Background: an optimization exercise with open tools, aiming at small area. Do not read the settings as production practice.
Function was checked by simulation only, so behaviour that the tests miss may differ from the original.
Power figures rest on the tool's default switching activity, not on a simulated workload.

## v56
==> flow/design.v (excerpt) <==
module chk_unit (
    input  wire        clk,
    input  wire        rst,
    input  wire        req_valid,
    input  wire        req_write,
    input  wire [6:0]  req_addr,
    input  wire [31:0] req_wdata,
    input  wire [2:0]  req_src,
    input  wire [2:0]  req_jet,
    output reg         rsp_valid,
    output reg         rsp_denied,
    output reg  [31:0] rsp_rdata,
    input  wire [7:0]  fold_addr,
    input  wire        tick_ms,
    input  wire        jet_stop,
    input  wire [2:0]  jet_stop_id,
    input  wire        steward_stop,
    input  wire        lockout,
    output wire        mismatch_evt,
    output reg  [2:0]  mismatch_ch
);
Size: about 4300 cells after synthesis, roughly 100 I/O pins.
clock: 13.0 ns
lec_check: 0
cap_margin: 20
core_margin: 2
core_utilization: 60
slew_margin: 20
standard.sh (not shown) runs the stock make flow with config.mk's settings and CLKGATE_MAP_FILE= SYNTH_SCRIPT=/design/flow/synth_recipe.tcl, a recipe that flattens the netlist after the stock synthesis.
==> flow/flow/run.sh <==
#!/bin/bash
# Own layout flow.
# 1. The standard synthesis (standard.sh synth).
# 2. The same synthesis again with an area-oriented ABC mapping script
#    (area_synth.tcl, abc_area_map.script, bias_lib.py); its netlist replaces
#    the standard one only if it holds exactly the same registers (names and
#    cell types).
# 3. The standard ORFS layout steps, with clock tree and port buffer
#    settings of our own.
# Each tool's output goes to a log of its own in this folder.
set -euo pipefail
W=$(pwd)
R=$W/orfs/results/$FLOW_PLATFORM/chk_unit/base
A=$W/orfs_area/results/$FLOW_PLATFORM/chk_unit/base

bash standard.sh synth > 1_standard_synth.log 2>&1
cp $R/1_2_yosys.v $W/standard_synth.v

python3 flow/bias_lib.py $FLOW_HOME/platforms/$FLOW_PLATFORM/lib/sky130_fd_sc_hd__tt_025C_1v80.lib \
  $W/abc_bias.lib 5.0 > 2_bias_lib.log 2>&1
if bash standard.sh WORK_HOME=$W/orfs_area SYNTH_SCRIPT=$W/flow/area_synth.tcl synth \
     > 2_area_synth.log 2>&1 \
   && python3 flow/regs_match.py $W/standard_synth.v $A/1_2_yosys.v > 2_regs_match.log 2>&1; then
  cp $A/1_2_yosys.v $R/1_2_yosys.v
  touch $R/1_2_yosys.v
fi

bash standard.sh \
  "CTS_ARGS=-sink_clustering_enable -repair_clock_nets -sink_clustering_size 18 -sink_clustering_max_diameter 55 -buf_list sky130_fd_sc_hd__clkbuf_8 -dont_use_dummy_load" \
  "BUFFER_PORTS_ARGS=-buffer_cell sky130_fd_sc_hd__buf_1" \
  finish > 3_layout.log 2>&1
Other scripts of this flow, unchanged in this note and not shown: flow/flow/abc_area_map.script, flow/flow/area_synth.tcl, flow/flow/bias_lib.py, flow/flow/regs_match.py
## Diff of input files: v19 against v56
- swapping 60 for 70 in CORE_UTILIZATION
diff --git a/flow/flow/run.sh b/flow/flow/run.sh
--- a/flow/flow/run.sh
+++ b/flow/flow/run.sh
@@ -27,5 +27,5 @@
 
 bash standard.sh \
-  "CTS_ARGS=-sink_clustering_enable -repair_clock_nets -sink_clustering_size 18 -sink_clustering_max_diameter 55 -buf_list sky130_fd_sc_hd__clkbuf_8 -dont_use_dummy_load" \
+  "CTS_ARGS=-sink_clustering_enable -repair_clock_nets -sink_clustering_size 12 -sink_clustering_max_diameter 50 -buf_list sky130_fd_sc_hd__clkbuf_8 -dont_use_dummy_load" \
   "BUFFER_PORTS_ARGS=-buffer_cell sky130_fd_sc_hd__buf_1" \
   finish > 3_layout.log 2>&1
==> run notes <==
- In the reports for v19 and v56, the smaller global routing met1 resource utilization belongs to v56.
- Per the comparison of v19 with v56, total power went up by 0.89 mW, logic depth of the worst setup path including buffers now smaller, part of the total power dissipated in combinational logic shows an increase of 0.6 points.
For v57, these inputs were changed with respect to v19:
- CORE_UTILIZATION changed from 70 to 60
## What came out
- Per-cell routed wire length: v57 lower than v19
- Compared with v19, in v57 total number of sequential cells held; achievable clock frequency +3.0%; fraction of the cycle the final worst path needs -2.7 points; worst hold slack increased by 0.035 ns relative to the old numbers.
- Taking v19 as 1.0, v57 lands at 1.16 on routed metal-1 wire length.
For v28, these inputs were changed with respect to v57:
diff --git a/flow/flow/run.sh b/flow/flow/run.sh
--- a/flow/flow/run.sh
+++ b/flow/flow/run.sh
@@ -27,5 +27,5 @@
 
 bash standard.sh \
-  "CTS_ARGS=-sink_clustering_enable -repair_clock_nets -sink_clustering_size 12 -sink_clustering_max_diameter 50 -buf_list sky130_fd_sc_hd__clkbuf_8 -dont_use_dummy_load" \
+  "CTS_ARGS=-sink_clustering_enable -repair_clock_nets -sink_clustering_size 28 -sink_clustering_max_diameter 60 -buf_list sky130_fd_sc_hd__clkbuf_16 -dont_use_dummy_load" \
   "BUFFER_PORTS_ARGS=-buffer_cell sky130_fd_sc_hd__buf_1" \
   finish > 3_layout.log 2>&1
--- outcome ---
v28 against v57: clock skew saw little to no change; final number of max-transition violations saw little to no change. STATUS worst reg-to-reg setup slack: v28 loses against v57. First-iteration DRC count (higher): v57. Between v28 and v57, it is v28 whose post-route cell area is higher, by 470 um2. Diff v57 -> v28: global-route total usage across every layer lower; net switching fraction of the power lower; static power due to leakage higher; power share of the sequential group lower. Looking at the reports, v28 completed the entire flow and the layout it produced met the timing, DRC and antenna checks. When the final numbers for v28 and v57 were put side by side, the area growth from synthesis to layout turned out to be greater in v28.

* * *

Setup of fjord:
Another version of the RTL of chk_unit (not shown whole).
Size: roughly 4300 cells after synthesis.
Settings: LEC_CHECK=0, CAP_MARGIN=10, CORE_MARGIN=2, CORE_UTILIZATION=60, PLACE_DENSITY=0.72, SLEW_MARGIN=10; clock period 13.0 ns.
==> flow/flow/run.sh <==
#!/bin/bash
# Own layout flow.
# 1. The standard synthesis (standard.sh synth).
# 2. The same synthesis again with an area-oriented ABC mapping script
#    (area_synth.tcl, abc_area_map.script, bias_lib.py); its netlist replaces
#    the standard one only if it holds exactly the same registers (names and
#    cell types).
# 3. The standard ORFS layout steps, with clock tree and port buffer
#    settings of our own.
# Each tool's output goes to a log of its own in this folder.
set -euo pipefail
W=$(pwd)
R=$W/orfs/results/$FLOW_PLATFORM/chk_unit/base
A=$W/orfs_area/results/$FLOW_PLATFORM/chk_unit/base

bash standard.sh synth > 1_standard_synth.log 2>&1
cp $R/1_2_yosys.v $W/standard_synth.v

python3 flow/bias_lib.py $FLOW_HOME/platforms/$FLOW_PLATFORM/lib/sky130_fd_sc_hd__tt_025C_1v80.lib \
  $W/abc_bias.lib 5.0 > 2_bias_lib.log 2>&1
if bash standard.sh WORK_HOME=$W/orfs_area SYNTH_SCRIPT=$W/flow/area_synth.tcl synth \
     > 2_area_synth.log 2>&1 \
   && python3 flow/regs_match.py $W/standard_synth.v $A/1_2_yosys.v > 2_regs_match.log 2>&1; then
  cp $A/1_2_yosys.v $R/1_2_yosys.v
  touch $R/1_2_yosys.v
fi

bash standard.sh \
  "CTS_ARGS=-sink_clustering_enable -repair_clock_nets -sink_clustering_size 10 -sink_clustering_max_diameter 40 -buf_list sky130_fd_sc_hd__clkbuf_4 -dont_use_dummy_load" \
  "BUFFER_PORTS_ARGS=-buffer_cell sky130_fd_sc_hd__buf_1" \
  finish > 3_layout.log 2>&1
Other scripts of this flow, unchanged in this note and not shown: flow/flow/abc_area_map.script, flow/flow/area_synth.tcl, flow/flow/bias_lib.py, flow/flow/regs_match.py
fjord reached the final stage; the timing, DRC and antenna checks on its layout passed.
Here is what was changed in the inputs of lagoon compared with fjord.
diff --git a/flow/flow/run.sh b/flow/flow/run.sh
--- a/flow/flow/run.sh
+++ b/flow/flow/run.sh
@@ -28,4 +28,5 @@
 bash standard.sh \
-  "CTS_ARGS=-sink_clustering_enable -repair_clock_nets -sink_clustering_size 10 -sink_clustering_max_diameter 40 -buf_list sky130_fd_sc_hd__clkbuf_4 -dont_use_dummy_load" \
+  "CTS_ARGS=-sink_clustering_enable -repair_clock_nets -sink_clustering_size 16 -sink_clustering_max_diameter 60 -buf_list sky130_fd_sc_hd__clkbuf_8 -dont_use_dummy_load" \
   "BUFFER_PORTS_ARGS=-buffer_cell sky130_fd_sc_hd__buf_1" \
+  "RECOVER_POWER=100" \
   finish > 3_layout.log 2>&1
diff --git a/flow/config.mk b/flow/config.mk
--- a/flow/config.mk
+++ b/flow/config.mk
@@ -7,6 +7,5 @@
 export LEC_CHECK = 0
-export CAP_MARGIN = 10
+export CAP_MARGIN = 20
 export CORE_MARGIN = 2
 export CORE_UTILIZATION = 60
-export PLACE_DENSITY = 0.72
-export SLEW_MARGIN = 10
+export SLEW_MARGIN = 20
Findings:
Nothing crashed in lagoon and all stages finished; the problem is that the final layout failed, the offending checks being max-capacitance violations, max-slew violations. Looking at count of TritonRoute iterations in the first routing pass across lagoon and fjord, the one that comes out lower is fjord. Initial core utilization came out exactly the same in lagoon and fjord. Register-to-register slack delta for lagoon relative to fjord: 400 ps lower. Going from fjord to lagoon, via count of the first global-routing pass dropped about 2.2%; post-layout instance area barely changed; final layout net count dropped 67; internal power of the cells climbed about 0.55%; power per unit of standard cell area barely changed. Least setup slack across all paths after layout, lagoon and fjord: lower on lagoon. Between lagoon and fjord, it is lagoon whose clock share of power is higher, by 0.6 points.
Here is what was changed in the inputs of nickel compared with lagoon.
diff --git a/flow/flow/run.sh b/flow/flow/run.sh
--- a/flow/flow/run.sh
+++ b/flow/flow/run.sh
@@ -28,5 +28,4 @@
 bash standard.sh \
-  "CTS_ARGS=-sink_clustering_enable -repair_clock_nets -sink_clustering_size 16 -sink_clustering_max_diameter 60 -buf_list sky130_fd_sc_hd__clkbuf_8 -dont_use_dummy_load" \
+  "CTS_ARGS=-sink_clustering_enable -repair_clock_nets -sink_clustering_size 9 -sink_clustering_max_diameter 35 -buf_list sky130_fd_sc_hd__clkbuf_4 -dont_use_dummy_load" \
   "BUFFER_PORTS_ARGS=-buffer_cell sky130_fd_sc_hd__buf_1" \
-  "RECOVER_POWER=100" \
   finish > 3_layout.log 2>&1
diff --git a/flow/config.mk b/flow/config.mk
--- a/flow/config.mk
+++ b/flow/config.mk
@@ -7,5 +7,7 @@
 export LEC_CHECK = 0
-export CAP_MARGIN = 20
+export CAP_MARGIN = 10
 export CORE_MARGIN = 2
 export CORE_UTILIZATION = 60
-export SLEW_MARGIN = 20
+export GPL_ROUTABILITY_DRIVEN = 0
+export PLACE_DENSITY = 0.72
+export SLEW_MARGIN = 10
Results
| net switching fraction of the power | higher: lagoon |
The final reports for nickel and lagoon show met2 routed wirelength lower in the former.
Any difference in share of the final layout cell area in multi-input gates between lagoon and nickel is small enough to ignore.
Looking at worst IR drop on VDD, nickel sits 0.12 mV above lagoon.
For the switching power, nickel came in 1.9% lower than lagoon did.
nickel — clock network power consumption about 2% lower, lagoon as reference
Per the comparison of nickel with lagoon, utilization went up, internal portion of total power saw little to no change.
Status for lagoon and nickel: clean finish in nickel only
STATUS run=lagoon STAGES=ALL_DONE FINAL_CHECKS=FAILED CAUSE=max-capacitance violations, max-slew violations
Inputs modified between nickel and indigo:
diff --git a/flow/flow/run.sh b/flow/flow/run.sh
--- a/flow/flow/run.sh
+++ b/flow/flow/run.sh
@@ -28,3 +28,3 @@
 bash standard.sh \
-  "CTS_ARGS=-sink_clustering_enable -repair_clock_nets -sink_clustering_size 9 -sink_clustering_max_diameter 35 -buf_list sky130_fd_sc_hd__clkbuf_4 -dont_use_dummy_load" \
+  "CTS_ARGS=-sink_clustering_enable -repair_clock_nets -sink_clustering_size 16 -sink_clustering_max_diameter 60 -buf_list sky130_fd_sc_hd__clkbuf_8 -dont_use_dummy_load" \
   "BUFFER_PORTS_ARGS=-buffer_cell sky130_fd_sc_hd__buf_1" \
diff --git a/flow/config.mk b/flow/config.mk
--- a/flow/config.mk
+++ b/flow/config.mk
@@ -9,5 +9,3 @@
 export CORE_MARGIN = 2
-export CORE_UTILIZATION = 60
-export GPL_ROUTABILITY_DRIVEN = 0
-export PLACE_DENSITY = 0.72
+export CORE_UTILIZATION = 50
 export SLEW_MARGIN = 10
### Flow results
Worst setup slack in indigo is 310 ps higher than in nickel
Compared with nickel, indigo instantiates a larger number of cells.
Summary: shortest clock period the worst path allows after layout, indigo better than nickel
Compared to nickel, indigo has count of buffering cells on the critical path with inverters included 5 higher.
indigo ended up with a higher height of the chip than nickel did.
Compared with nickel, indigo is the more power-hungry design.
Per the comparison of indigo with nickel, wire length of the first global-routing pass higher, utilization lower.
Design area was higher in indigo than in nickel.
What zinc does differently from indigo at the input level:
diff --git a/flow/flow/run.sh b/flow/flow/run.sh
--- a/flow/flow/run.sh
+++ b/flow/flow/run.sh
@@ -30,2 +30,4 @@
   "BUFFER_PORTS_ARGS=-buffer_cell sky130_fd_sc_hd__buf_1" \
+  "RECOVER_POWER=100" \
+  "POST_GLOBAL_ROUTE_TCL=$W/flow/post_grt.tcl" \
   finish > 3_layout.log 2>&1
==> flow/flow/post_grt.tcl (new file) <==
# Hook run at the end of the global route step (POST_GLOBAL_ROUTE_TCL):
# the power recovery before it downsizes cells wherever slack allows, which
# can leave slew or capacitance above the library limits; repair those, as
# the step itself does before its timing repair, and repair timing again.
log_cmd estimate_parasitics -global_routing
repair_design_helper
log_cmd global_route -start_incremental
log_cmd detailed_placement
log_cmd global_route -end_incremental
log_cmd estimate_parasitics -global_routing
repair_timing_helper
log_cmd global_route -start_incremental
log_cmd detailed_placement
log_cmd global_route -end_incremental
diff --git a/flow/config.mk b/flow/config.mk
--- a/flow/config.mk
+++ b/flow/config.mk
@@ -7,5 +7,5 @@
 export LEC_CHECK = 0
-export CAP_MARGIN = 10
+export CAP_MARGIN = 20
 export CORE_MARGIN = 2
-export CORE_UTILIZATION = 50
-export SLEW_MARGIN = 10
+export CORE_UTILIZATION = 60
+export SLEW_MARGIN = 20
[summary]
Measured against each other, zinc and indigo differ in detailed-route via count, the lower figure coming from indigo. Critical path depth down 9.8% in zinc wrt indigo. Higher highest achievable clock rate among zinc and indigo: indigo. Looking at clock share of power, zinc sits 0.2 points lower than indigo does. Relative to indigo, clock period minus final worst setup slack increased by 430 ps in zinc. Looking only at final core utilization, and setting everything else aside, the lower value of zinc and indigo goes to indigo. | post-detailed-routing wire length | zinc vs indigo | about 4% lower |. Between zinc and indigo, the difference in fraction of area in clock buffers and inverters is negligible.

## separate check: timing with driven ports
Ports are ideal in the flow. The routed layouts listed here were re-timed in OpenROAD. Step 1 (the two cells are an assumption about what drives the block):
set clk [get_ports {clk}]
set_driving_cell -lib_cell sky130_fd_sc_hd__clkbuf_16 $clk
set_driving_cell -lib_cell sky130_fd_sc_hd__buf_2 [delete_from_list [all_inputs] $clk]
Step 2 times the ports against the registers' clock, not the clock port: input delays grow and output delays shrink by t, the midpoint of the rising clock arrivals with the driver on. Three values: ideal ports, drivers, drivers and shift; two values: the first two.
run | t (ns) | setup slack, ns | slew at the worst register clock pin (ns)
v56 | 0.861 | 0.579 / 0.578 / -0.283 | 0.11 / 0.11
v19 | 0.945 | 0.677 / 0.723 / -0.222 | 0.10 / 0.10
v57 | 0.883 | 1.034 / 1.054 / 0.171 | 0.09 / 0.09
v28 | 0.766 | 0.789 / 0.808 / 0.042 | 0.10 / 0.10
fjord | 1.205 | 1.452 / 1.497 / 0.292 | 0.11 / 0.11
lagoon | 0.837 | 0.431 / 0.480 / -0.357 | 0.11 / 0.11
nickel | 1.165 | 0.918 / 0.968 / -0.197 | 0.11 / 0.11
indigo | 0.896 | 1.231 / 1.281 / 0.385 | 0.11 / 0.11
zinc | 0.836 | 0.796 / 0.842 / 0.006 | 0.11 / 0.11
For fjord, which loses most, drivers alone change the setup slack by +0.045 ns; drivers and shift together by -1.160 ns.
